Context: an optimization exercise on an open-source flow, tuned for small area, a short achievable clock period and few clock cycles per item. The choices shown serve that exercise and are no tape-out recipe.
At most, simulation tests tie the RTL to the original design; equivalence was not proved.
The RTL of runs 3 to 5 was laid out without a check of its function.

$ cat design/flow/run.sh
#!/bin/bash
# synth_recipe.tcl (not shown) runs the flow's synth.tcl, then flattens the netlist and writes it again
# the make line also repeats each setting of config.mk as NAME=value (left out here)
make -C /OpenROAD-flow-scripts/flow DESIGN_CONFIG=/design/flow/config.mk WORK_HOME=/design/flow/orfs CLKGATE_MAP_FILE= SYNTH_SCRIPT=/design/flow/synth_recipe.tcl finish
$ cat design/flow/config.mk
export PLATFORM = sky130hd
export DESIGN_NAME = kg9_decunit
export DESIGN_NICKNAME = kg9_decunit
export VERILOG_FILES = /design/flow/design.v
export SDC_FILE = /design/flow/constraint.sdc
export NUM_CORES = 8
export LEC_CHECK = 0
export ABC_AREA = 1
export CAP_MARGIN = 75
export CORE_MARGIN = 2
export CORE_UTILIZATION = 30
export SLEW_MARGIN = 75
$ cat design/flow/constraint.sdc
create_clock -name core_clock -period 50.0 [get_ports {clk}]
set_input_delay 10.0000 -clock core_clock [delete_from_list [all_inputs] [get_ports {clk}]]
set_output_delay 10.0000 -clock core_clock [all_outputs]
set_load 0.01 [all_outputs]
$ cat design/flow/design.v
module kg9_bcd_addsub (
    input  wire [127:0] x,
    input  wire [127:0] y,
    input  wire         sub,
    input  wire         cin,
    output wire [127:0] s,
    output wire         co
);
    localparam N = 32;
    wire [N-1:0]   g, p;
    wire [4*N-1:0] v;
    genvar i;
    generate
        for (i = 0; i < N; i = i + 1) begin : g_dig
            wire [3:0] xd = x[4*i +: 4];
            wire [3:0] yd = y[4*i +: 4];
            wire [3:0] yb;
            assign yb[0] = yd[0] ^ sub;
            assign yb[1] = ~yd[1];
            assign yb[2] = ~(yd[2] ^ (yd[1] & ~sub));
            assign yb[3] = sub ? ~yd[3] : (yd[3] | yd[2] | yd[1]);
            wire [4:0] t = xd + yb;
            assign g[i] = t[4];
            assign p[i] = &t[3:0];
            assign v[4*i +: 4] = t[3:0];
        end
    endgenerate
    wire [N-1:0] gg, pp;
    kg9_prefix #(.N(N)) u_pre (.g(g), .p(p), .go(gg), .po(pp));
    assign co = gg[N-1] | (pp[N-1] & cin);
    generate
        for (i = 0; i < N; i = i + 1) begin : g_out
            wire c  = (i == 0) ? cin : (gg[i-1] | (pp[i-1] & cin));
            wire cd = g[i] | (p[i] & c);
            wire [3:0] w = v[4*i +: 4] + c;
            assign s[4*i +: 4] = cd ? w : (w + 4'd10);
        end
    endgenerate
endmodule
module kg9_prefix #(parameter N = 32) (
    input  wire [N-1:0] g,
    input  wire [N-1:0] p,
    output wire [N-1:0] go,
    output wire [N-1:0] po
);
    localparam L = (N <= 2) ? 1 : (N <= 4) ? 2 : (N <= 8) ? 3 : (N <= 16) ? 4 : (N <= 32) ? 5 : 6;
    wire [N-1:0] gl [0:L];
    wire [N-1:0] pl [0:L];
    assign gl[0] = g;
    assign pl[0] = p;
    genvar k, i;
    generate
        for (k = 0; k < L; k = k + 1) begin : g_lvl
            for (i = 0; i < N; i = i + 1) begin : g_b
                if ((i >> k) & 1) begin : g_c
                    localparam integer J = ((i >> k) << k) - 1;
                    assign gl[k+1][i] = gl[k][i] | (pl[k][i] & gl[k][J]);
                    assign pl[k+1][i] = pl[k][i] & pl[k][J];
                end else begin : g_p
                    assign gl[k+1][i] = gl[k][i];
                    assign pl[k+1][i] = pl[k][i];
                end
            end
        end
    endgenerate
    assign go = gl[L];
    assign po = pl[L];
endmodule
module kg9_bcd_x2 #(parameter N = 32) (
    input  wire [4*N-1:0] x,
    output wire [4*N-1:0] y
);
    genvar i;
    generate
        for (i = 0; i < N; i = i + 1) begin : g_dig
            wire [3:0] d = x[4*i +: 4];
            wire       ci;
            if (i == 0) begin : g_c0
                assign ci = 1'b0;
            end else begin : g_c
                wire [3:0] dl = x[4*i-4 +: 4];
                assign ci = dl[3] | (dl[2] & (dl[1] | dl[0]));    
            end
            wire [2:0] h;
            assign h[2] = (d[2] & ~d[1] & ~d[0]) | (d[3] & d[0]);
            assign h[1] = (~d[3] & ~d[2] & d[1]) | (d[2] & d[1] & d[0]) | (d[3] & ~d[0]);
            assign h[0] = (~d[3] & ~d[2] & d[0]) | (d[2] & d[1] & ~d[0]) | (d[3] & ~d[0]);
            assign y[4*i +: 4] = {h, ci};
        end
    endgenerate
endmodule
module kg9_bcd_x5 #(parameter N = 32) (
    input  wire [4*N-1:0] x,
    output wire [4*N-1:0] y
);
    genvar i;
    generate
        for (i = 0; i < N; i = i + 1) begin : g_dig
            wire       od = x[4*i];
            wire [2:0] h;
            if (i == 0) begin : g_h0
                assign h = 3'd0;
            end else begin : g_h
                assign h = x[4*i-1 -: 3];     
            end
            assign y[4*i]     = od ^ h[0];
            assign y[4*i + 1] = od ? (~h[2] & (h[1] ^ h[0])) : h[1];
            assign y[4*i + 2] = od ? (~h[2] & ~(h[1] & h[0])) : h[2];
            assign y[4*i + 3] = od & (h[2] | (h[1] & h[0]));
        end
    endgenerate
endmodule
module kg9_decunit (
    input  wire         clk,
    input  wire         rst,
    input  wire         start,
    input  wire [2:0]   op,
    input  wire [127:0] a,
    input  wire [127:0] b,
    input  wire [13:0]  imm,
    output wire         ready,
    output reg          done,
    output wire [127:0] res,
    output wire [127:0] rem,
    output wire         z,
    output wire         n,
    output reg          dv,
    output reg          exc_data,
    output reg          exc_div
);
    localparam OP_ADDP = 3'd0, OP_SUBP = 3'd1, OP_MULP = 3'd2,
               OP_DIVP = 3'd3, OP_CMPP = 3'd4, OP_SHRP = 3'd5;
    localparam S_IDLE = 3'd0, S_EXEC = 3'd1, S_MUL = 3'd2, S_DIV = 3'd3,
               S_SHL  = 3'd4, S_SHR  = 3'd5, S_SHF = 3'd6, S_NEG = 3'd7;
    reg [2:0]   state;
    reg [2:0]   op_r;
    reg [123:0] x1;
    reg [127:0] x2;
    reg [123:0] x3;
    reg [3:0]   asn, bsn;    
    reg [4:0]   scale;
    reg [5:0]   sh;
    reg [3:0]   rnd;
    reg [4:0]   cnt;         
    reg [3:0]   drop;        
    reg [3:0]   md;          
    reg [3:0]   qacc;        
    reg [4:0]   la;          
    reg [5:0]   nstep;       
    reg [4:0]   nreal;       
    reg         cur_real;    
    reg         lost;        
    reg         ovf;         
    reg         sflag;       
    reg         remneg;      
    reg         resq;        
    reg         iscmp;       
    wire sa = (asn == 4'hD);
    wire sb = (bsn == 4'hD);
    wire nz_x1   = |x1;
    wire nz_x2lo = |x2[123:0];
    wire nz_x2hi = |x2[127:124];
    wire nz_lo   = resq ? nz_x1 : nz_x2lo;                  
    wire nz_all  = resq ? nz_x1 : (nz_x2lo | nz_x2hi | dv);  
    wire nz_zn   = iscmp ? nz_all : nz_lo;
    assign ready = (state == S_IDLE);
    assign res   = {resq ? x1 : x2[123:0], (sflag & nz_all) ? 4'hD : 4'hC};
    assign rem   = {x2[123:0], (remneg & nz_x2lo) ? 4'hD : 4'hC};
    assign z     = !nz_zn;
    assign n     = sflag & nz_zn;
    function automatic digits_ok(input [123:0] v);
        integer k;
        begin
            digits_ok = 1'b1;
            for (k = 0; k < 31; k = k + 1)
                if (v[4*k+3] & (v[4*k+2] | v[4*k+1])) digits_ok = 1'b0;
        end
    endfunction
    wire a_ok = digits_ok(x1) && (asn == 4'hC || asn == 4'hD || asn == 4'hF);
    wire b_ok = digits_ok(x3) && (bsn == 4'hC || bsn == 4'hD || bsn == 4'hF);
    wire bad  = !b_ok || (op_r != OP_SHRP && !a_ok);
    wire x3_nz = |x3;
    wire [127:0] m1 = {4'd0, x3};
    wire [127:0] m2, m4, m5;
    kg9_bcd_x2 #(.N(32)) u_m2 (.x(m1), .y(m2));
    kg9_bcd_x2 #(.N(32)) u_m4 (.x(m2), .y(m4));
    kg9_bcd_x5 #(.N(32)) u_m5 (.x(m1), .y(m5));
    wire ge2 = (x2 >= m2);
    wire ge4 = (x2 >= m4);
    wire ge5 = (x2 >= m5);
    wire [3:0] mul_sel = {md == 4'd5 || md == 4'd6 || md == 4'd7 || md == 4'd9,
                          md == 4'd4 || md == 4'd8,
                          md == 4'd2 || md == 4'd3,
                          md == 4'd1};
    wire [3:0] md_next = (md == 4'd8 || md == 4'd9) ? 4'd4 :
                         (md == 4'd7) ? 4'd2 :
                         (md == 4'd3 || md == 4'd6) ? 4'd1 : 4'd0;
    wire [3:0] div_sel = ge5 ? 4'b1000 : ge4 ? 4'b0100 : ge2 ? 4'b0010 : 4'b0001;
    wire [3:0] div_m   = ge5 ? 4'd5 : ge4 ? 4'd4 : 4'd2;
    wire       div_try = !ge2;                  
    wire       div_fin = div_try || (ge4 && !ge5);
    wire is_mul  = (op_r == OP_MULP);
    wire is_div  = (op_r == OP_DIVP);
    wire is_shrp = (op_r == OP_SHRP);
    wire is_neg  = (state == S_NEG);
    wire eff_sub = sa ^ sb ^ (op_r == OP_SUBP || op_r == OP_CMPP);
    wire [3:0] sel = is_mul ? mul_sel : (is_div ? div_sel : {3'd0, !is_neg});
    wire [127:0] opy = ({128{sel[0]}} & m1) | ({128{sel[1]}} & m2) |
                       ({128{sel[2]}} & m4) | ({128{sel[3]}} & m5) |
                       ({128{is_neg}} & x2);
    wire [127:0] opx = is_neg ? 128'd0 : x2;
    wire asub   = is_div | is_neg | (!is_mul && !is_shrp && eff_sub);
    wire rnd_up = is_shrp && sh[5] && (({1'b0, drop} + {1'b0, rnd}) >= 5'd10);
    wire [127:0] sum;
    wire         aco;
    kg9_bcd_addsub u_add (.x(opx), .y(opy), .sub(asub), .cin(asub | rnd_up),
                          .s(sum), .co(aco));
    wire         div_pos = !div_try || aco;
    wire [127:0] div_r   = div_pos ? sum : x2;
    wire [3:0]   div_q   = qacc + (div_try ? {3'd0, aco} : div_m);
    reg [4:0] lead_n;     
    reg [3:0] lead_d;     
    integer k;
    always @(*) begin
        lead_n = 5'd0;
        lead_d = 4'd0;
        for (k = 0; k < 31; k = k + 1)
            if (x1[4*k +: 4] != 4'd0) begin
                lead_n = k + 1;
                lead_d = x1[4*k +: 4];
            end
    end
    wire [30:0] pos = 31'd1 << (la - 5'd1);
    reg  [3:0]   d_next;
    reg  [123:0] clr;
    integer j;
    always @(*) begin
        d_next = 4'd0;
        for (j = 0; j < 30; j = j + 1)
            if (pos[j+1]) d_next = x1[4*j +: 4];
        for (j = 0; j < 31; j = j + 1)
            clr[4*j +: 4] = {4{pos[j] & cur_real}};
    end
    wire [123:0] x1c    = x1 & ~clr;
    wire [123:0] x1_qn  = {x1c[119:0], div_q};
    wire [3:0]   d_in   = (nreal != 5'd0) ? d_next : 4'd0;
    wire         div_ov = ovf | (x1c[123:120] != 4'd0);
    wire exec_ok = (state == S_EXEC) && !bad;
    wire mul_go  = (state == S_MUL) || (exec_ok && is_mul);
    wire shl_go  = (state == S_SHL) || (exec_ok && is_shrp && sh != 6'd0 && !sh[5]);
    wire shr_go  = (state == S_SHR) || (exec_ok && is_shrp && sh[5]);
    wire shf_go  = (state == S_SHF) || (exec_ok && is_shrp && sh == 6'd0);
    wire mul_ov  = ovf | (sum[127:124] != 4'd0) | (lost & (md != 4'd0));
    always @(posedge clk) begin
        if (rst) begin
            state <= S_IDLE;
            done  <= 1'b0;
        end else begin
            done <= 1'b0;
            if (state == S_IDLE && start) begin
                op_r  <= op;
                x1    <= a[127:4];
                x3    <= b[127:4];
                x2    <= (op == OP_ADDP || op == OP_SUBP || op == OP_CMPP) ?
                         {4'd0, a[127:4]} : 128'd0;
                asn   <= a[3:0];
                bsn   <= b[3:0];
                scale <= imm[4:0];
                sh    <= imm[13:8];
                rnd   <= imm[3:0];
                cnt   <= imm[13] ? (~imm[12:8] + 5'd1) : imm[12:8];
                md    <= a[7:4];
                qacc  <= 4'd0;
                lost  <= 1'b0;
                ovf   <= 1'b0;
                drop  <= 4'd0;
                dv    <= 1'b0;
                resq  <= (op == OP_DIVP);
                iscmp <= (op == OP_CMPP);
                state <= S_EXEC;
            end
            if (state == S_EXEC) begin
                exc_data <= 1'b0;
                exc_div  <= 1'b0;
                remneg   <= sa;
                if (bad) begin
                    exc_data <= 1'b1;
                    done     <= 1'b1;
                    state    <= S_IDLE;
                end else begin
                    case (op_r)
                        OP_ADDP, OP_SUBP, OP_CMPP: begin
                            x2 <= sum;
                            if (eff_sub) begin
                                sflag <= aco ? sa : !sa;
                                if (!aco && !iscmp) begin
                                    state <= S_NEG;    
                                end else begin
                                    done  <= 1'b1;
                                    state <= S_IDLE;
                                end
                            end else begin
                                sflag <= sa;
                                if (!iscmp) dv <= (sum[127:124] != 4'd0);
                                done  <= 1'b1;
                                state <= S_IDLE;
                            end
                        end
                        OP_MULP: begin
                            sflag <= sa ^ sb;
                            state <= S_MUL;
                        end
                        OP_DIVP: begin
                            sflag <= sa ^ sb;
                            if (!x3_nz) begin
                                exc_div <= 1'b1;
                                done    <= 1'b1;
                                state   <= S_IDLE;
                            end else if (lead_n == 5'd0) begin
                                done  <= 1'b1;
                                state <= S_IDLE;
                            end else begin
                                x2       <= {124'd0, lead_d};
                                la       <= lead_n;
                                nreal    <= lead_n - 5'd1;
                                cur_real <= 1'b1;
                                nstep    <= {1'b0, lead_n} + {1'b0, scale} - 6'd1;
                                state    <= S_DIV;
                            end
                        end
                        default: sflag <= sb;    
                    endcase
                end
            end
            if (state == S_NEG) begin
                x2    <= sum;
                done  <= 1'b1;
                state <= S_IDLE;
            end
            if (mul_go) begin
                x2  <= {4'd0, sum[123:0]};
                ovf <= mul_ov;
                if (md_next == 4'd0) begin
                    x1   <= {4'd0, x1[123:4]};
                    x3   <= {x3[119:0], 4'd0};
                    lost <= lost | (x3[123:120] != 4'd0);
                    md   <= x1[7:4];
                    if (x1[123:4] == 120'd0) begin
                        dv    <= mul_ov;
                        done  <= 1'b1;
                        state <= S_IDLE;
                    end
                end else begin
                    md <= md_next;
                end
            end
            if (state == S_DIV) begin
                if (div_fin) begin
                    x1    <= x1_qn;
                    ovf   <= div_ov;
                    qacc  <= 4'd0;
                    nstep <= nstep - 6'd1;
                    nreal <= (nreal != 5'd0) ? nreal - 5'd1 : 5'd0;
                    cur_real <= (nreal != 5'd0);
                    if (div_ov) begin
                        exc_div <= 1'b1;
                        done    <= 1'b1;
                        state   <= S_IDLE;
                    end else if (nstep == 6'd0) begin
                        x2    <= div_r;
                        done  <= 1'b1;
                        state <= S_IDLE;
                    end else begin
                        x2 <= {div_r[123:0], d_in};
                    end
                end else begin
                    x2   <= sum;
                    qacc <= div_q;
                end
            end
            if (shl_go) begin
                x3    <= {x3[119:0], 4'd0};
                lost  <= lost | (x3[123:120] != 4'd0);
                cnt   <= cnt - 5'd1;
                state <= (cnt == 5'd1) ? S_SHF : S_SHL;
            end
            if (shr_go) begin
                x3    <= {4'd0, x3[123:4]};
                drop  <= x3[3:0];
                cnt   <= cnt - 5'd1;
                state <= (cnt == 5'd1) ? S_SHF : S_SHR;
            end
            if (shf_go) begin
                x2    <= sum;
                dv    <= lost;
                done  <= 1'b1;
                state <= S_IDLE;
            end
        end
    end
endmodule
==> results of run 1 <==
==> area by class of cell <==
cell class	count	area (um2)	share of cell area
antenna	12	30.0	0.000371
clock buffer	74	1560	0.0193
clock inverter	33	344	0.00425
inverter	1336	5170	0.0639
multi-input combinational	7797	47300	0.585
sequential	445	13300	0.165
tap	2854	3570	0.0441
timing repair buffer	986	9560	0.118
==> metal layers <==
layer  track usage  part of all wire  routed length (um)  up-vias
met5             0           0.00083                 288        -
met1         0.373              0.38              131000    36300
met4         0.217             0.089               30800       20
met3        0.0596              0.11               37000      860
met2         0.448              0.42              147000     4735
li1              -                 -                   -    35700
==> worst paths after layout <==
| path | start | to | slack [ns] | cells past startpoint |
|---|---|---|---|---|
| setup / recovery | x1[109] | res[0] | 35.43 | 13 |
| hold / removal | x1[56] | x1[60] | 0.58 | 2 |
| setup reg to reg | x3[7] | x2[98] | 36.29 | 72 |
| hold reg to reg | x1[56] | x1[60] | 0.58 | 2 |
==> flip-flops by register name, indices dropped and copies added, names as in the netlist, 3 cells and up <==
signal / cells
md: 4
sh: 6
x1: 124
qacc: 4
nreal: 5
scale: 5
x2: 128
op_r: 3
cnt: 5
asn: 4
la: 5
drop: 4
state: 3
bsn: 4
x3: 124
nstep: 6
==> cells in the mapped netlist, drive strengths merged, types with 3 or more instances <==
cell type	instances	area, um2
nand3	347	1760
a21boi	32	240
inv	1328	4990
o21ai	1391	7010
o21a	24	180
o2111ai	15	131
edfxtp	441	13200
o211ai	57	442
clkbuf	396	1490
a31oi	33	206
nand4	96	601
nand3b	6	45.0
a2111oi	4	35.0
xor2	161	1420
and2	3	18.8
nor4	76	475
clkinv	8	30.0
a221oi	31	272
nor4b	3	26.3
a32oi	5	43.8
o21bai	4	30.0
ha	708	8860
nor3	133	686
o31ai	24	180
nor2	1186	4480
xnor2	130	1140
or2	35	219
nand2	2020	7690
or4	4	30.0
o32ai	4	35.0
dfxtp	4	80.1
buf	219	1420
a211oi	64	485
o22ai	423	2650
a21oi	533	2690
mux2i	13	130
a22o	16	140
o221ai	146	1280
fa	35	701
a22oi	9	67.6
==> worst max-delay path, cell delays in order, from the launching register on <==
cell and delay [ns]:
edfxtp_1 0.55, nor4_2 0.43, inv_1 0.18, nor2_1 0.38
nand2_1 0.15, nor2_1 0.22, inv_1 0.09, nor2_1 0.15
nand3_2 0.25, o41ai_2 0.11, buf_1 0.20, clkdlybuf4s50_1 0.52
a21oi_2 0.10, clkdlybuf4s50_1 0.49
==> through the flow <==
step | hold slack, ns | util
2_1_floorplan | 0.563 | -
3_3_place_gp | 0.587 | 0.334
3_5_place_dp | 0.599 | 0.359
4_1_cts | 0.588 | 0.368
5_1_grt | 0.612 | 0.372
6_report | 0.585 | 0.372
==> cell families (layout without fill, tap and decap cells) <==
kind of cell,Yosys count,after routing
flip-flops,445,445
AO/OA/AOI/OAI,2830,2830
other,2,18
multiplexers,14,14
AND/OR/NAND/NOR,3913,3913
adder cells (fa/ha/maj),743,743
buffers and inverters,1951,2429
XOR/XNOR,291,291
==> impl_metrics.ini, run 1 <==
[synth]
yosysSeqAreaShare = 0.202
synth.area.mux_share = 0.00215
synth_top_family_by_area = compound AO/OA/AOI/OAI gates
synth_seq_cells = 445
synthArstFlopShare = 0
synth_fa_ha_area_frac = 0.145
avgSynthCellArea_um2 = 6.46
synth-compound-area-share = 0.247
synth-edff-count = 441
synth_cells = 10200
yosys.area_share.simple = 0.244
ys_warn_count = 2
ys.flop_type = edfxtp_1
synth_xor_area_frac = 0.0388
syn_area_mm2 = 0.0658
synth.distinct_cells = 79

[floorplanning]
pin_count = 539
core-area_mm2 = 0.218
initial_core_util = 0.303
die_area_mm2 = 0.223
die_y_um = 472
rows = 171
die_w_um = 472

[layout]
finalNonFillerCells = 13500
drive_gt1_frac = 0.109
fillers = 23400
area_growth_pct = 22.9
final_cell_mix = nand2_1, inv_1, nor2_1, o21ai_0, ha_1
final_common_cell = nand2_1
layout.nets = 11600
final_area_mm2 = 0.0809

[clocking]
cts.sinks = 445
ctsResizeCount = 0
postCtsSetupBuffers = 0
htree_levels = 2
clockBufferDepth = 3
clkLatencyLatePin_ns = 0.73
clk_pin_slew_ns = 0.08
cts_tree = yes
clockRootBuffer = clkbuf_16
numCtsBuffers = 59
holdBufCountCts = 0

[worst_setup_path]
start_kind = flop
critPathRequiredTime_ns = 40.00
worst_setup_path_end_kind = output pin
crit_type = flop to output pin
crit_arrival_ns = 4.57
path_max_fanout = 6

[hold_path]
hp-class = flop to flop

[sta]
drv_slew = 0
fmax_ghz = 0.0686
skew_ns = 0.0509
setup_viol = 0
hold_viol_final = 0
fin_crit_sh = 0.291
fin_crit_ns = 14.57
setup_ws_ns = 35.43
tns_ns = 0
rsz0062_at_grt = no

[route]
routed_via_density = 5.73
drt-initial-drc-count = 10500
num_vias = 77600
drc = 0
wl_per_cell_um = 25.5
ant_nets = 0
drt_wl_total_um = 346000
drt_pass1_iterations = 8

[job]
cap_violations = 0

[place]
pre_cts_slack_ns = 36.36
post_dp_cell_area_mm2 = 0.0781
io_buffers = 529
dp_hpwl_um = 281000
gp_congestion = 1.04
dp_cells = 13400

[grt]
grt_pass1_vias = 70300
grt_antenna_before_repair = 24
track_usage = 0.296
grt_pass1_wl_um = 494000
grt-ovfl-total = 0
grt_max_degree = 77

[outcome]
status = no timing/DRC/antenna violations
Testbench counts, summed over its fixed seeds: cycles 15,239, ops 2,400.
==> run 2: changes to the inputs <==
--- a/design/flow/config.mk
+++ b/design/flow/config.mk
@@ -6,7 +6,7 @@
 export NUM_CORES = 8
 export LEC_CHECK = 0
 export ABC_AREA = 1
-export CAP_MARGIN = 75
+export CAP_MARGIN = 40
 export CORE_MARGIN = 2
 export CORE_UTILIZATION = 30
-export SLEW_MARGIN = 75
+export SLEW_MARGIN = 40
==> run 2 against run 1 <==
Still clean on timing, DRC and antenna. Setup slack lost 0.48 ns. Clock-buffer cell count shrank 7. First-iteration DRC count shrank 6.1%. Die area is the same. Critical path depth shrank 3. Final cell count shrank 2.6%. Critical path type unchanged. Critical endpoint is now z.
==> impl_metrics.ini, run 2 <==
[sta]
fmax_ghz = 0.0664
skew_ns = 0.0312
worst_pin_slew_ns = 1.04
hold_viol_final = 0
slew-limit-headroom = 0.297
rsz0062_at_grt = no
hold_ws_ns = 0.618
fin_crit_ns = 15.05
drv_slew = 0
setup_viol = 0
tns_ns = 0
fin_crit_sh = 0.301

[synth]
yosysSeqAreaShare = 0.202
ys.flop_type = edfxtp_1
yosys.area.top_type = edfxtp_1
synth.distinct_cells = 79
synth_xor_area_frac = 0.0388
synthArstFlopShare = 0
synth_area_leaders = edfxtp_1, ha_1, nand2_1, o21ai_0, inv_1
ys_warn_count = 2
avgSynthCellArea_um2 = 6.46
syn_area_mm2 = 0.0658
synth_cells = 10200
synth-compound-area-share = 0.247
synth_top_area_frac = 0.201
yosys.area_share.simple = 0.244
synth_top_family_by_area = compound AO/OA/AOI/OAI gates
synth_fa_ha_area_frac = 0.145
synthTopCellsByCount = nand2_1, inv_1, o21ai_0
post-synth-top-count-cell = nand2_1
synth.area.mux_share = 0.00215
synth-edff-count = 441
synth_seq_cells = 445

[floorplanning]
die_w_um = 472
initial_core_util = 0.303
core-area_mm2 = 0.218
pin_count = 539
rows = 171
die_y_um = 472
die_area_mm2 = 0.223

[layout]
top_register = x2
final_common_cell = nand2_1
finalNonFillerCells = 13200
fillers = 24000
multi_input_area_mm2 = 0.0448
regArea_mm2 = 0.0133
largest_reg_flops = 128
area_growth_pct = 13.6
post-route-util = 0.344
final_cell_mix = nand2_1, inv_1, nor2_1, o21ai_0, ha_1
layout.nets = 11300
largestRegisters = x2: 128 flops, x1: 124 flops, x3: 124 flops
drive_gt1_frac = 0.0310

[grt]
grt_pass1_wl_um = 487000
gr-usage-met2 = 0.441
grt-ovfl-total = 0
grt_antenna_before_repair = 31
track_usage = 0.293
grt_pass1_vias = 68200
grt_max_degree = 158
met3_usage = 0.0650
busiest_layer = met2
met1_usage = 0.367

[worst_setup_path]
crit_type = flop to output pin
crit_family = simple AND/OR/NAND/NOR gates
start_kind = flop
r2r_start = x3[31]
crit_buf_inv = 3
r2r_slack_ns = 35.49
slowest_delay_ns = 0.75
crit_path_top_delay_cell = nor4_1
worst_setup_path_end_kind = output pin
crit_arrival_ns = 5.05
path_max_fanout = 7
critPathRequiredTime_ns = 40.00
cp-startpoint = x2[28]
crit_chain = inv_1, nand4_1, nor4_2, nand4_1, nor4_1, nand2_1, nand2_1, o21ai_1, inv_1, clkdlybuf4s50_1

[clocking]
cts_tree = yes
postCtsSetupBuffers = 0
cts.sinks = 445
numCtsBuffers = 58
clkLatencyLatePin_ns = 0.74
ctsResizeCount = 0
holdBufCountCts = 0
clk_pin_slew_ns = 0.07
htree_levels = 2
clockRootBuffer = clkbuf_16
clockBufferDepth = 3

[place]
dp_hpwl_um = 271000
dp_cells = 13000
gp_congestion = 1.04
io_buffers = 529

[route]
routed_via_density = 5.73
drt_wl_total_um = 343000
num_vias = 75500
wl_per_cell_um = 26.0
drc = 0
drt-initial-drc-count = 9813
drt_pass1_iterations = 7
ant_nets = 0

[hold_path]
hp-start = x1[88]
hp-class = flop to flop

[outcome]
status = no timing/DRC/antenna violations

[job]
cap_violations = 0
-- run 2: cell counts after synthesis --
Identical to the previous run, type by type.
-- run 2: per-stage QoR --
stage                     cell area, um2  setup slack (ns)
after floorplan                    65800             30.89
after global placement             72700             35.50
after detailed placement           72800             35.69
after CTS                          74600             35.24
after global routing               74800             34.88
final                              74800             34.95
-- run 2: worst min-delay path, delay by kind of cell (launching register included) --
| kind | cells | cell delay (ns) |
|---|---|---|
| flip-flops | 1 | 0.37 |
| AND/OR/NAND/NOR | 2 | 0.13 |
-- run 2: cell families (layout without fill, tap and decap cells) --
logic type	Yosys count	after routing
mux	14	14
other cells	2	30
fa+ha+maj	743	743
flops	445	445
buf+inv	1951	2066
xor+xnor	291	291
simple gates	3913	3913
compound gates	2830	2830
-- run 2: final timing paths --
kind              cells past startpoint     end
setup reg to reg                     64  x2[13]
hold / removal                        2  x1[92]
setup / recovery                     10       z
hold reg to reg                       2  x1[92]
-- run 2: per-layer routing --
layer,share of wire,vias up
li1,-,34900
met1,0.38,35400
met2,0.42,4404
met3,0.11,826
met4,0.086,18
met5,0.00033,-
-- run 2: layout make-up --
class,count,share of cell area
Multi-Input combinational cell,7797,0.599
Inverter,1336,0.0678
Timing Repair Buffer,622,0.0817
Clock inverter,41,0.00462
Antenna cell,24,0.000803
Tap cell,2854,0.0477
Clock buffer,67,0.0199
Sequential cell,445,0.178
==> run 3: changes to the inputs <==
--- a/design/flow/design.v
+++ b/design/flow/design.v
@@ -4,11 +4,13 @@
     input  wire         sub,
     input  wire         cin,
     output wire [127:0] s,
-    output wire         co
+    output wire         co,
+    output wire         zlo,
+    output wire         zall
 );
     localparam N = 32;
-    wire [N-1:0]   g, p;
-    wire [4*N-1:0] v;
+    wire [N-1:0]   g, p, za, zt;
+    wire [4*N-1:0] d0, d1;
     genvar i;
     generate
         for (i = 0; i < N; i = i + 1) begin : g_dig
@@ -20,22 +22,29 @@
             assign yb[2] = ~(yd[2] ^ (yd[1] & ~sub));
             assign yb[3] = sub ? ~yd[3] : (yd[3] | yd[2] | yd[1]);
             wire [4:0] t = xd + yb;
+            wire [3:0] v = t[3:0];
             assign g[i] = t[4];
-            assign p[i] = &t[3:0];
-            assign v[4*i +: 4] = t[3:0];
+            assign p[i] = &v;
+            assign d0[4*i +: 4] = t[4] ? v : v - 4'd6;
+            assign d1[4*i +: 4] = (t[4] | (&v)) ? v + 4'd1 : v - 4'd5;
+            assign za[i] = ~t[4] & (v == 4'd6);
+            assign zt[i] = t[4] & (v == 4'd0);
         end
     endgenerate
     wire [N-1:0] gg, pp;
     kg9_prefix #(.N(N)) u_pre (.g(g), .p(p), .go(gg), .po(pp));
     assign co = gg[N-1] | (pp[N-1] & cin);
+    wire [N-1:0] zc;
     generate
         for (i = 0; i < N; i = i + 1) begin : g_out
-            wire c  = (i == 0) ? cin : (gg[i-1] | (pp[i-1] & cin));
-            wire cd = g[i] | (p[i] & c);
-            wire [3:0] w = v[4*i +: 4] + c;
-            assign s[4*i +: 4] = cd ? w : (w + 4'd10);
+            wire c = (i == 0) ? cin : (gg[i-1] | (pp[i-1] & cin));
+            assign s[4*i +: 4] = c ? d1[4*i +: 4] : d0[4*i +: 4];
+            wire cp = (i == 0) ? cin : ~za[i-1];
+            assign zc[i] = cp ? p[i] : (za[i] | zt[i]);
         end
     endgenerate
+    assign zlo  = &zc[N-2:0];
+    assign zall = &zc;
 endmodule
 module kg9_prefix #(parameter N = 32) (
     input  wire [N-1:0] g,
@@ -155,19 +164,17 @@
     reg         remneg;      
     reg         resq;        
     reg         iscmp;       
+    reg         zzn;         
+    reg         zsg;         
+    reg         remz;        
+    reg         qnz;         
     wire sa = (asn == 4'hD);
     wire sb = (bsn == 4'hD);
-    wire nz_x1   = |x1;
-    wire nz_x2lo = |x2[123:0];
-    wire nz_x2hi = |x2[127:124];
-    wire nz_lo   = resq ? nz_x1 : nz_x2lo;                  
-    wire nz_all  = resq ? nz_x1 : (nz_x2lo | nz_x2hi | dv);  
-    wire nz_zn   = iscmp ? nz_all : nz_lo;
     assign ready = (state == S_IDLE);
-    assign res   = {resq ? x1 : x2[123:0], (sflag & nz_all) ? 4'hD : 4'hC};
-    assign rem   = {x2[123:0], (remneg & nz_x2lo) ? 4'hD : 4'hC};
-    assign z     = !nz_zn;
-    assign n     = sflag & nz_zn;
+    assign res   = {resq ? x1 : x2[123:0], (sflag & !zsg) ? 4'hD : 4'hC};
+    assign rem   = {x2[123:0], (remneg & !remz) ? 4'hD : 4'hC};
+    assign z     = zzn;
+    assign n     = sflag & !zzn;
     function automatic digits_ok(input [123:0] v);
         integer k;
         begin
@@ -185,6 +192,7 @@
     kg9_bcd_x2 #(.N(32)) u_m2 (.x(m1), .y(m2));
     kg9_bcd_x2 #(.N(32)) u_m4 (.x(m2), .y(m4));
     kg9_bcd_x5 #(.N(32)) u_m5 (.x(m1), .y(m5));
+    wire ge1 = (x2 >= m1);
     wire ge2 = (x2 >= m2);
     wire ge4 = (x2 >= m4);
     wire ge5 = (x2 >= m5);
@@ -195,29 +203,29 @@
     wire [3:0] md_next = (md == 4'd8 || md == 4'd9) ? 4'd4 :
                          (md == 4'd7) ? 4'd2 :
                          (md == 4'd3 || md == 4'd6) ? 4'd1 : 4'd0;
-    wire [3:0] div_sel = ge5 ? 4'b1000 : ge4 ? 4'b0100 : ge2 ? 4'b0010 : 4'b0001;
-    wire [3:0] div_m   = ge5 ? 4'd5 : ge4 ? 4'd4 : 4'd2;
-    wire       div_try = !ge2;                  
-    wire       div_fin = div_try || (ge4 && !ge5);
+    wire [3:0] div_sel = ge5 ? 4'b1000 : ge4 ? 4'b0100 : ge2 ? 4'b0010 :
+                         ge1 ? 4'b0001 : 4'b0000;
+    wire [3:0] div_m   = ge5 ? 4'd5 : ge4 ? 4'd4 : ge2 ? 4'd2 : ge1 ? 4'd1 : 4'd0;
+    wire       div_fin = !ge2 || (ge4 && !ge5);
+    wire [3:0] div_q   = qacc + div_m;
     wire is_mul  = (op_r == OP_MULP);
     wire is_div  = (op_r == OP_DIVP);
     wire is_shrp = (op_r == OP_SHRP);
     wire is_neg  = (state == S_NEG);
     wire eff_sub = sa ^ sb ^ (op_r == OP_SUBP || op_r == OP_CMPP);
+    wire zero_x  = is_neg || (state == S_SHF) ||
+                   (state == S_EXEC && (is_mul || is_shrp));
     wire [3:0] sel = is_mul ? mul_sel : (is_div ? div_sel : {3'd0, !is_neg});
     wire [127:0] opy = ({128{sel[0]}} & m1) | ({128{sel[1]}} & m2) |
                        ({128{sel[2]}} & m4) | ({128{sel[3]}} & m5) |
                        ({128{is_neg}} & x2);
-    wire [127:0] opx = is_neg ? 128'd0 : x2;
+    wire [127:0] opx = zero_x ? 128'd0 : x2;
     wire asub   = is_div | is_neg | (!is_mul && !is_shrp && eff_sub);
     wire rnd_up = is_shrp && sh[5] && (({1'b0, drop} + {1'b0, rnd}) >= 5'd10);
     wire [127:0] sum;
-    wire         aco;
+    wire         aco, zlo, zall;
     kg9_bcd_addsub u_add (.x(opx), .y(opy), .sub(asub), .cin(asub | rnd_up),
-                          .s(sum), .co(aco));
-    wire         div_pos = !div_try || aco;
-    wire [127:0] div_r   = div_pos ? sum : x2;
-    wire [3:0]   div_q   = qacc + (div_try ? {3'd0, aco} : div_m);
+                          .s(sum), .co(aco), .zlo(zlo), .zall(zall));
     reg [4:0] lead_n;     
     reg [3:0] lead_d;     
     integer k;
@@ -257,12 +265,11 @@
             done  <= 1'b0;
         end else begin
             done <= 1'b0;
-            if (state == S_IDLE && start) begin
+            if (state == S_IDLE) begin
                 op_r  <= op;
                 x1    <= a[127:4];
+                x2    <= {4'd0, a[127:4]};
                 x3    <= b[127:4];
-                x2    <= (op == OP_ADDP || op == OP_SUBP || op == OP_CMPP) ?
-                         {4'd0, a[127:4]} : 128'd0;
                 asn   <= a[3:0];
                 bsn   <= b[3:0];
                 scale <= imm[4:0];
@@ -271,13 +278,16 @@
                 cnt   <= imm[13] ? (~imm[12:8] + 5'd1) : imm[12:8];
                 md    <= a[7:4];
                 qacc  <= 4'd0;
+                qnz   <= 1'b0;
                 lost  <= 1'b0;
                 ovf   <= 1'b0;
                 drop  <= 4'd0;
-                dv    <= 1'b0;
                 resq  <= (op == OP_DIVP);
                 iscmp <= (op == OP_CMPP);
-                state <= S_EXEC;
+                if (start) begin
+                    dv    <= 1'b0;
+                    state <= S_EXEC;
+                end
             end
             if (state == S_EXEC) begin
                 exc_data <= 1'b0;
@@ -290,7 +300,9 @@
                 end else begin
                     case (op_r)
                         OP_ADDP, OP_SUBP, OP_CMPP: begin
-                            x2 <= sum;
+                            x2  <= sum;
+                            zzn <= iscmp ? zall : zlo;
+                            zsg <= zall;
                             if (eff_sub) begin
                                 sflag <= aco ? sa : !sa;
                                 if (!aco && !iscmp) begin
@@ -317,6 +329,10 @@
                                 done    <= 1'b1;
                                 state   <= S_IDLE;
                             end else if (lead_n == 5'd0) begin
+                                x2    <= 128'd0;
+                                zzn   <= 1'b1;
+                                zsg   <= 1'b1;
+                                remz  <= 1'b1;
                                 done  <= 1'b1;
                                 state <= S_IDLE;
                             end else begin
@@ -334,6 +350,8 @@
             end
             if (state == S_NEG) begin
                 x2    <= sum;
+                zzn   <= zlo;
+                zsg   <= zall;
                 done  <= 1'b1;
                 state <= S_IDLE;
             end
@@ -347,6 +365,8 @@
                     md   <= x1[7:4];
                     if (x1[123:4] == 120'd0) begin
                         dv    <= mul_ov;
+                        zzn   <= zlo;
+                        zsg   <= zlo & !mul_ov;
                         done  <= 1'b1;
                         state <= S_IDLE;
                     end
@@ -359,6 +379,7 @@
                     x1    <= x1_qn;
                     ovf   <= div_ov;
                     qacc  <= 4'd0;
+                    qnz   <= qnz | (div_q != 4'd0);
                     nstep <= nstep - 6'd1;
                     nreal <= (nreal != 5'd0) ? nreal - 5'd1 : 5'd0;
                     cur_real <= (nreal != 5'd0);
@@ -367,11 +388,14 @@
                         done    <= 1'b1;
                         state   <= S_IDLE;
                     end else if (nstep == 6'd0) begin
-                        x2    <= div_r;
+                        x2    <= sum;
+                        zzn   <= !(qnz | (div_q != 4'd0));
+                        zsg   <= !(qnz | (div_q != 4'd0));
+                        remz  <= zall;
                         done  <= 1'b1;
                         state <= S_IDLE;
                     end else begin
-                        x2 <= {div_r[123:0], d_in};
+                        x2 <= {sum[123:0], d_in};
                     end
                 end else begin
                     x2   <= sum;
@@ -393,6 +417,8 @@
             if (shf_go) begin
                 x2    <= sum;
                 dv    <= lost;
+                zzn   <= zlo;
+                zsg   <= zlo & !lost;
                 done  <= 1'b1;
                 state <= S_IDLE;
             end
==> run 3 against run 2 <==
Non-clock buffer count down 3. First-iteration DRC count up 2.0%. Final area up 3.0%. Die area up 2.7%. Fmax up 13%. Setup slack better by 1.7 ns. Clock-buffer cell count up 11. Hold slack worse by 0.029 ns. Sequential share of layout area down 0.36 points. Critical path type unchanged.
==> impl_metrics.ini, run 3 <==
[outcome]
status = no timing/DRC/antenna violations

[worst_setup_path]
crit_type = flop to output pin
ff2ff_path_depth = 58
slowest_delay_ns = 0.66
crit_arrival_ns = 3.32
crit_path_top_delay_cell = clkdlybuf4s50_1
endpoint = res[73]
crit_chain = buf_4, buf_6, nand2_1, o21ai_0, clkdlybuf4s50_1
r2r_slack_ns = 36.85
cp-startpoint = resq
path_max_fanout = 93
start_kind = flop
worst_setup_path_end_kind = output pin
critPathRequiredTime_ns = 40.00
r2r-end = done
r2r_start = x3[1]

[place]
dp_hpwl_um = 280000
gp_congestion = 1.03
io_buffers = 529
pre_cts_slack_ns = 36.22

[floorplanning]
die_w_um = 479
core-area_mm2 = 0.224
pin_count = 539
initial_core_util = 0.301
die_area_mm2 = 0.229
die_y_um = 479
rows = 174

[grt]
grt_pass1_vias = 68900
grt_pass1_wl_um = 489000
grt-ovfl-total = 0
track_usage = 0.287
grt_max_degree = 165
grt_antenna_before_repair = 16

[layout]
area_growth_pct = 13.9
top_register = x2
drive_gt1_frac = 0.0406
largest_reg_flops = 128
largestRegisters = x2: 128 flops, x1: 124 flops, x3: 124 flops
final_common_cell = nand2_1
final_cell_mix = nand2_1, o21ai_0, inv_1, nor2_1, ha_1
layout.nets = 11300

[sta]
drv_slew = 0
worst_pin_slew_ns = 0.983
hold_viol_final = 0
tns_ns = 0
fin_crit_ns = 13.32
slew-limit-headroom = 0.340
fmax_ghz = 0.0751
skew_ns = 0.0345
fin_crit_sh = 0.266
rsz0062_at_grt = no
setup_viol = 0
setup_ws_ns = 36.68

[synth]
synth.distinct_cells = 90
synth_top_area_frac = 0.198
synthTopCellsByCount = nand2_1, o21ai_0, inv_1
synthArstFlopShare = 0
synth-edff-count = 445
syn_area_mm2 = 0.0676
avgSynthCellArea_um2 = 6.73
synth_cells = 10000
post-synth-top-count-cell = nand2_1
ys.flop_type = edfxtp_1
synth_seq_cells = 449
synth_area_leaders = edfxtp_1, ha_1, nand2_1, o21ai_0, inv_1
yosys.area.top_type = edfxtp_1
yosysSeqAreaShare = 0.199
ys_warn_count = 2

[clocking]
clockRootBuffer = clkbuf_16
clk_pin_slew_ns = 0.06
cts_tree = yes
numCtsBuffers = 60
clkLatencyLatePin_ns = 0.76
cts.sinks = 449
htree_levels = 2
holdBufCountCts = 0
clockBufferDepth = 3
ctsResizeCount = 0
postCtsSetupBuffers = 0

[route]
wl_per_cell_um = 26.0
drt_wl_total_um = 345000
drt_pass1_iterations = 6
num_vias = 75300
routed_via_density = 5.69
drc = 0
ant_nets = 0
drt-initial-drc-count = 10000

[job]
cap_violations = 0

[hold_path]
hp-class = flop to flop
-- run 3: metal layers --
metal	global-route usage	vias up	share of wire
li1	-	34900	-
met1	0.402	35500	0.43
met2	0.400	4252	0.39
met3	0.0769	607	0.12
met4	0.147	6	0.061
met5	0	-	0.00012
-- run 3: worst min path at each step --
| stage | endpoint | cells past startpoint | startpoint | slack, ns |
|---|---|---|---|---|
| after floorplan | qnz | 2 | qnz | 0.51 |
| after global placement | qnz | 2 | qnz | 0.54 |
| after detailed placement | qnz | 2 | qnz | 0.57 |
| after CTS | qnz | 2 | qnz | 0.59 |
| after global routing | remz | 1 | remz | 0.62 |
| final | remz | 1 | remz | 0.59 |
-- run 3: layout make-up --
class / count / area [um2]
sequential: 449 / 13400
multi-input combinational: 7717 / 46700
inverter: 1345 / 5080
clock inverter: 31 / 385
fill: 24700 / 147000
timing repair buffer: 619 / 6050
tap: 2992 / 3740
antenna: 5 / 12.5
clock buffer: 78 / 1590
-- run 3: cells by family after synthesis --
kind of cell,synth area share
compound gates,0.251
xor+xnor,0.0409
fa+ha+maj,0.168
buf+inv,0.114
flops,0.199
mux,0.00135
other cells,0.000111
simple gates,0.226
-- run 3: stage by stage --
stage	std cells	area [um2]	hold slack, ns	utilization
global placement	13100	74800	0.539	0.333
CTS	13200	76900	0.585	0.343
detailed placement	13100	74900	0.567	0.334
global route	13200	77000	0.625	0.343
floorplan	10000	67600	0.515	-
finish	13200	77000	0.589	0.343
-- run 3: critical path: cells and delay by family, from the launching register on --
family	cells	cell delay, ns
flops	1	0.33
buf+inv	3	1.66
simple gates	1	0.16
compound gates	1	0.28
==> run 4: changes to the inputs <==
--- a/design/flow/design.v
+++ b/design/flow/design.v
@@ -163,6 +163,8 @@
     reg         sflag;       
     reg         remneg;      
     reg         resq;        
+    reg         resq2;       
+    reg         mfirst;      
     reg         iscmp;       
     reg         zzn;         
     reg         zsg;         
@@ -171,7 +173,8 @@
     wire sa = (asn == 4'hD);
     wire sb = (bsn == 4'hD);
     assign ready = (state == S_IDLE);
-    assign res   = {resq ? x1 : x2[123:0], (sflag & !zsg) ? 4'hD : 4'hC};
+    assign res   = {resq2 ? x1[123:64] : x2[123:64], resq ? x1[63:0] : x2[63:0],
+                    (sflag & !zsg) ? 4'hD : 4'hC};
     assign rem   = {x2[123:0], (remneg & !remz) ? 4'hD : 4'hC};
     assign z     = zzn;
     assign n     = sflag & !zzn;
@@ -213,7 +216,7 @@
     wire is_shrp = (op_r == OP_SHRP);
     wire is_neg  = (state == S_NEG);
     wire eff_sub = sa ^ sb ^ (op_r == OP_SUBP || op_r == OP_CMPP);
-    wire zero_x  = is_neg || (state == S_SHF) ||
+    wire zero_x  = is_neg || (state == S_SHF) || (state == S_MUL && mfirst) ||
                    (state == S_EXEC && (is_mul || is_shrp));
     wire [3:0] sel = is_mul ? mul_sel : (is_div ? div_sel : {3'd0, !is_neg});
     wire [127:0] opy = ({128{sel[0]}} & m1) | ({128{sel[1]}} & m2) |
@@ -223,9 +226,9 @@
     wire asub   = is_div | is_neg | (!is_mul && !is_shrp && eff_sub);
     wire rnd_up = is_shrp && sh[5] && (({1'b0, drop} + {1'b0, rnd}) >= 5'd10);
     wire [127:0] sum;
-    wire         aco, zlo, zall;
+    wire         zlo, zall;
     kg9_bcd_addsub u_add (.x(opx), .y(opy), .sub(asub), .cin(asub | rnd_up),
-                          .s(sum), .co(aco), .zlo(zlo), .zall(zall));
+                          .s(sum), .co(), .zlo(zlo), .zall(zall));
     reg [4:0] lead_n;     
     reg [3:0] lead_d;     
     integer k;
@@ -254,16 +257,14 @@
     wire [3:0]   d_in   = (nreal != 5'd0) ? d_next : 4'd0;
     wire         div_ov = ovf | (x1c[123:120] != 4'd0);
     wire exec_ok = (state == S_EXEC) && !bad;
-    wire mul_go  = (state == S_MUL) || (exec_ok && is_mul);
+    wire mul_swap = ge1;                        
+    wire mul_go  = (state == S_MUL) || (exec_ok && is_mul && !mul_swap);
     wire shl_go  = (state == S_SHL) || (exec_ok && is_shrp && sh != 6'd0 && !sh[5]);
     wire shr_go  = (state == S_SHR) || (exec_ok && is_shrp && sh[5]);
     wire shf_go  = (state == S_SHF) || (exec_ok && is_shrp && sh == 6'd0);
     wire mul_ov  = ovf | (sum[127:124] != 4'd0) | (lost & (md != 4'd0));
     always @(posedge clk) begin
-        if (rst) begin
-            state <= S_IDLE;
-            done  <= 1'b0;
-        end else begin
+        begin
             done <= 1'b0;
             if (state == S_IDLE) begin
                 op_r  <= op;
@@ -293,6 +294,7 @@
                 exc_data <= 1'b0;
                 exc_div  <= 1'b0;
                 remneg   <= sa;
+                resq2    <= is_div;
                 if (bad) begin
                     exc_data <= 1'b1;
                     done     <= 1'b1;
@@ -304,8 +306,8 @@
                             zzn <= iscmp ? zall : zlo;
                             zsg <= zall;
                             if (eff_sub) begin
-                                sflag <= aco ? sa : !sa;
-                                if (!aco && !iscmp) begin
+                                sflag <= ge1 ? sa : !sa;
+                                if (!ge1 && !iscmp) begin
                                     state <= S_NEG;    
                                 end else begin
                                     done  <= 1'b1;
@@ -321,6 +323,12 @@
                         OP_MULP: begin
                             sflag <= sa ^ sb;
                             state <= S_MUL;
+                            mfirst <= mul_swap;
+                            if (mul_swap) begin
+                                x1 <= x3;
+                                x3 <= x1;
+                                md <= x3[3:0];
+                            end
                         end
                         OP_DIVP: begin
                             sflag <= sa ^ sb;
@@ -356,6 +364,7 @@
                 state <= S_IDLE;
             end
             if (mul_go) begin
+                mfirst <= 1'b0;
                 x2  <= {4'd0, sum[123:0]};
                 ovf <= mul_ov;
                 if (md_next == 4'd0) begin
@@ -423,5 +432,9 @@
                 state <= S_IDLE;
             end
         end
+        if (rst) begin
+            state <= S_IDLE;
+            done  <= 1'b0;
+        end
     end
 endmodule
==> run 4 against run 3 <==
Hold slack worse by 0.10 ns. Core utilization up 0.29 points. Critical endpoint is now x2[94]. Fmax down 6.9%. Setup slack worse by 0.99 ns. Clock-buffer cell count up 13. Critical path depth up 56. Synthesized cell count up 3.9%. Final area down 2.3%.
==> impl_metrics.ini, run 4 <==
[place]
dp_hpwl_um = 278000
io_buffers = 529
gp_congestion = 1.04
dp_cells = 13300

[worst_setup_path]
path_max_fanout = 25
slowest_delay_ns = 0.69
worst_setup_path_end_kind = flop
start_kind = flop
cp_common_cell = nand2_1
ff2ff_path_depth = 61
crit_type = flop to flop
critPathRequiredTime_ns = 50.55
crit_arrival_ns = 14.86
crit_path_top_delay_cell = inv_2

[sta]
hold_viol_final = 0
worst_pin_slew_ns = 1.05
fin_crit_sh = 0.286
rsz0062_at_grt = no
tns_ns = 0
setup_viol = 0
skew_ns = 0.0437
slew-limit-headroom = 0.293
fin_crit_ns = 14.31
drv_slew = 0
fmax_ghz = 0.0699

[synth]
synthTopCellsByCount = nand2_1, o21ai_0, inv_1
avgSynthCellArea_um2 = 6.31
synth-edff-count = 46
ys.flop_type = dfxtp_1
synth_seq_cells = 451
synth_cells = 10400
yosysSeqAreaShare = 0.144
post-synth-top-count-cell = nand2_1
ys_warn_count = 2
synthArstFlopShare = 0
synth.distinct_cells = 79
synth_top_area_frac = 0.152
yosys.area.top_type = ha_1
synth_area_leaders = ha_1, dfxtp_1, nand2_1, o21ai_0, inv_1
syn_area_mm2 = 0.0658

[layout]
drive_gt1_frac = 0.0348
final_common_cell = nand2_1
top_register = x2
final_cell_mix = nand2_1, o21ai_0, inv_1, nor2_1, ha_1
layout.nets = 11700
area_growth_pct = 14.4
largest_reg_flops = 128
finalNonFillerCells = 13500
largestRegisters = x2: 128 flops, x1: 124 flops, x3: 124 flops

[clocking]
postCtsSetupBuffers = 0
clockBufferDepth = 3
clockRootBuffer = clkbuf_16
ctsResizeCount = 0
cts_tree = yes
htree_levels = 3
numCtsBuffers = 67
clk_pin_slew_ns = 0.06
cts.sinks = 451
holdBufCountCts = 0
clkLatencyLatePin_ns = 0.73

[floorplanning]
core-area_mm2 = 0.218
initial_core_util = 0.302
pin_count = 539
die_w_um = 472
die_y_um = 472
die_area_mm2 = 0.223
rows = 171

[route]
ant_nets = 0
drt_pass1_iterations = 7
wl_per_cell_um = 26.3
drt-initial-drc-count = 11000
routed_via_density = 5.88
drt_wl_total_um = 353000
drc = 0
num_vias = 79100

[hold_path]
holdPathStages = 1
hp-class = flop to flop

[grt]
grt_antenna_before_repair = 26
gr-usage-met2 = 0.451
met1_usage = 0.402
busiest_layer = met2
track_usage = 0.301
grt_max_degree = 187
met3_usage = 0.0766
grt_pass1_vias = 71900
grt-ovfl-total = 0
grt_pass1_wl_um = 502000

[job]
cap_violations = 0

[outcome]
status = no timing/DRC/antenna violations
-- run 4: cell types whose count changed in the layout (fill, tap and decap cells not counted), sizes merged, moves of 44 or more --
cell    delta
a211oi   +119
edfxtp   -399
dfxtp    +401
o21ai     -71
nand4     +44
nand2     -51
nor2      +85
o211ai   +258
o221ai    -73
-- run 4: final cells by class --
cell class / count / area [um2]
Fill cell: 24200 / 142000
Multi-Input combinational cell: 8011 / 48700
Sequential cell: 451 / 9490
Timing Repair Buffer: 638 / 6150
Inverter: 1370 / 5150
Tap cell: 2854 / 3570
Clock buffer: 91 / 1930
Clock inverter: 26 / 275
Antenna cell: 10 / 25.0
-- run 4: cells by family (layout without fill, tap and decap cells) --
kind of cell,after synthesis,count (layout),share of synthesized area
xor+xnor,322,322,0.0441
compound gates,3125,3125,0.284
buf+inv,1972,2125,0.121
other cells,2,16,0.000114
simple gates,3682,3682,0.234
mux,9,9,0.00139
fa+ha+maj,867,867,0.173
flops,451,451,0.144
-- run 4: per-stage QoR --
step	hold slack (ns)	util	area [um2]	setup slack, ns
final	0.484	0.346	75300	35.69
after global routing	0.496	0.346	75300	35.34
after CTS	0.480	0.346	75200	36.12
after detailed placement	0.466	0.336	73000	36.15
after global placement	0.461	0.335	72900	36.02
after floorplan	0.434	-	65800	37.51
-- run 4: final timing paths --
check,from,end,slack [ns]
min reg2reg,mfirst,mfirst,0.48
min,mfirst,mfirst,0.48
max,x3[29],x2[94],35.69
max reg2reg,x3[29],x2[94],35.69
-- run 4: critical path, delay by kind of cell, from the launching register on --
kind,cells,cell delay (ns)
buffers and inverters,14,2.98
and+or+nand+nor,28,5.65
DFF,1,0.48
xor gates and xnor gates,2,0.52
adders and majority gates,4,1.13
AOI/OAI and AO/OA,13,3.29
-- run 4: per-layer routing --
layer  wire length (um)  vias to the layer above
li1                   -                    36100
met3              43200                      789
met1             144000                    37100
met5                195                        -
met4              19200                       28
met2             147000                     4999
==> run 5: changes to the inputs <==
--- a/design/flow/config.mk
+++ b/design/flow/config.mk
@@ -8,5 +8,5 @@
 export ABC_AREA = 1
 export CAP_MARGIN = 40
 export CORE_MARGIN = 2
-export CORE_UTILIZATION = 30
+export CORE_UTILIZATION = 45
 export SLEW_MARGIN = 40
==> run 5 against run 4 <==
Still clean on timing, DRC and antenna. First-iteration DRC count is 7.6% higher. Die area is 33% lower. Register-to-register slack worse by 1.3 ns. Fmax is 8.6% lower. Via count is 2.0% higher. Global-route usage is 16 points higher. Hold slack better by 0.0031 ns. Non-clock buffer count is 8 lower.
==> impl_metrics.ini, run 5 <==
[outcome]
status = no timing/DRC/antenna violations

[sta]
drv_slew = 0
fin_crit_sh = 0.313
worst_pin_slew_ns = 1.09
tns_ns = 0
fmax_ghz = 0.0639
setup_ws_ns = 34.35
rsz0062_at_grt = no
slew-limit-headroom = 0.268
fin_crit_ns = 15.65
hold_viol_final = 0
setup_viol = 0
skew_ns = 0.0496

[synth]
synth_area_leaders = ha_1, dfxtp_1, nand2_1, o21ai_0, inv_1
synthArstFlopShare = 0
syn_area_mm2 = 0.0658
ys.flop_type = dfxtp_1
yosys.area.top_type = ha_1
ys_warn_count = 2
synthTopCellsByCount = nand2_1, o21ai_0, inv_1
synth_seq_cells = 451
synth.distinct_cells = 79
yosysSeqAreaShare = 0.144
post-synth-top-count-cell = nand2_1
synth_top_area_frac = 0.152
avgSynthCellArea_um2 = 6.31
synth_cells = 10400
synth-edff-count = 46

[worst_setup_path]
crit_buf_inv = 13
slowest_delay_ns = 0.77
crit_family = simple AND/OR/NAND/NOR gates
cp_common_cell = nand2_1
start_kind = flop
crit_arrival_ns = 16.18
path_max_fanout = 26
crit_path_top_delay_cell = o21ai_0
worst_setup_path_end_kind = flop
crit_type = flop to flop
critPathRequiredTime_ns = 50.53

[route]
ant_nets = 0
drc = 0
drt-initial-drc-count = 11800
drt_wl_total_um = 358000
wl_per_cell_um = 28.7
routed_via_density = 6.45
drt_pass1_iterations = 8
num_vias = 80600

[floorplanning]
die_y_um = 386
rows = 140
die_area_mm2 = 0.149
initial_core_util = 0.453
die_w_um = 386
pin_count = 539
core-area_mm2 = 0.145

[layout]
fillers = 15100
regArea_mm2 = 0.00949
drive_gt1_frac = 0.0346
finalNonFillerCells = 12500
largest_reg_flops = 128
layout.nets = 11700
top_register = x2
final_cell_mix = nand2_1, o21ai_0, inv_1, nor2_1, ha_1
final_common_cell = nand2_1
largestRegisters = x2: 128 flops, x1: 124 flops, x3: 124 flops
final_area_mm2 = 0.0742
multi_input_area_mm2 = 0.0487
area_growth_pct = 12.7

[hold_path]
hp-class = flop to flop

[clocking]
clockRootBuffer = clkbuf_16
numCtsBuffers = 66
clkLatencyLatePin_ns = 0.71
clockBufferDepth = 3
holdBufCountCts = 0
clk_pin_slew_ns = 0.07
ctsResizeCount = 0
cts_tree = yes
cts.sinks = 451
postCtsSetupBuffers = 0
htree_levels = 3

[place]
io_buffers = 529
dp_cells = 12400
post_dp_cell_area_mm2 = 0.0718
pre_cts_slack_ns = 35.23
gp_congestion = 1.05
dp_hpwl_um = 275000

[grt]
grt_antenna_before_repair = 11
grt_pass1_vias = 74700
grt-ovfl-total = 0
grt_max_degree = 143
track_usage = 0.460
grt_pass1_wl_um = 509000

[job]
cap_violations = 0
==> run 5: cell counts after synthesis <==
Identical to the previous run, type by type.
==> run 5: logic make-up (layout without fill, tap and decap cells) <==
family / count (synthesis) / in the layout / share of synthesized area
flip-flops: 451 / 451 / 0.144
XOR/XNOR: 322 / 322 / 0.0441
AO/OA/AOI/OAI: 3125 / 3125 / 0.284
adder cells (fa/ha/maj): 867 / 867 / 0.173
AND/OR/NAND/NOR: 3682 / 3682 / 0.234
other: 2 / 13 / 0.000114
buffers and inverters: 1972 / 2119 / 0.121
multiplexers: 9 / 9 / 0.00139
==> run 5: layout make-up <==
| type | count | area share |
|---|---|---|
| multi-input cells | 8011 | 0.657 |
| flip-flops and latches | 451 | 0.128 |
| repair buffers | 630 | 0.0828 |
| inverters | 1370 | 0.0695 |
| well taps | 1917 | 0.0323 |
| clock buffers | 87 | 0.0253 |
| clock inverters | 32 | 0.00491 |
| diodes | 7 | 0.000236 |
==> run 5: per-stage QoR <==
stage           util  hold slack (ns)
2_1_floorplan      -            0.434
6_report       0.510            0.487
3_3_place_gp   0.493            0.461
5_1_grt        0.510            0.506
3_5_place_dp   0.494            0.468
4_1_cts        0.510            0.482
==> run 5: worst min-delay path, cell delays in order, from the launching register on <==
cell     delay, ns
dfxtp_1       0.31
nand2_1       0.06
a31oi_1       0.07
==> run 5: layer usage <==
layer / vias to the layer above / wire [um] / global-route usage
met5: - / 183 / 0
met1: 37400 / 134000 / 0.569
met4: 8 / 28700 / 0.311
met2: 5716 / 150000 / 0.692
li1: 36100 / - / -
met3: 1336 / 45100 / 0.128
==> run 5: final timing paths <==
| path | from | end | slack (ns) | depth (start not counted) |
|---|---|---|---|---|
| max | x3[60] | x2[94] | 34.35 | 56 |
| min | nreal[4] | nreal[4] | 0.49 | 2 |
| max reg2reg | x3[60] | x2[94] | 34.35 | 56 |
| min reg2reg | nreal[4] | nreal[4] | 0.49 | 2 |

[what the ideal ports hide]
No port has a modelled driver above. Below, the same layouts with a new extraction and two added sets of constraints.
Step 1, drivers: a clkbuf_16 drives clk and a buf_2 each remaining input, both assumed.
Step 2 times the ports against the registers' clock, not the clock port: input delays grow and output delays shrink by t, the midpoint of the rising clock arrivals with the driver on.
a / b / c = no drivers / after step 1 / after step 2; a / b = the first two.
run	t, ns	slack for setup (ns)	hold slack, ns	worst setup path at the end	slew at the worst register clock pin (ns)
run 1	0.793	35.427 / 35.339 / 36.133	0.585 / 0.585 / 0.585	register to output	0.08 / 0.08
run 2	0.817	34.951 / 34.860 / 35.491	0.618 / 0.618 / 0.618	register to register	0.07 / 0.07
run 3	0.841	36.680 / 36.579 / 36.853	0.589 / 0.589 / 0.589	register to register	0.07 / 0.07
run 4	0.809	35.692 / 35.692 / 35.692	0.484 / 0.484 / 0.484	register to register	0.07 / 0.07
run 5	0.780	34.353 / 34.353 / 34.353	0.487 / 0.487 / 0.487	register to register	0.07 / 0.07
After both steps every run listed still meets setup and hold.
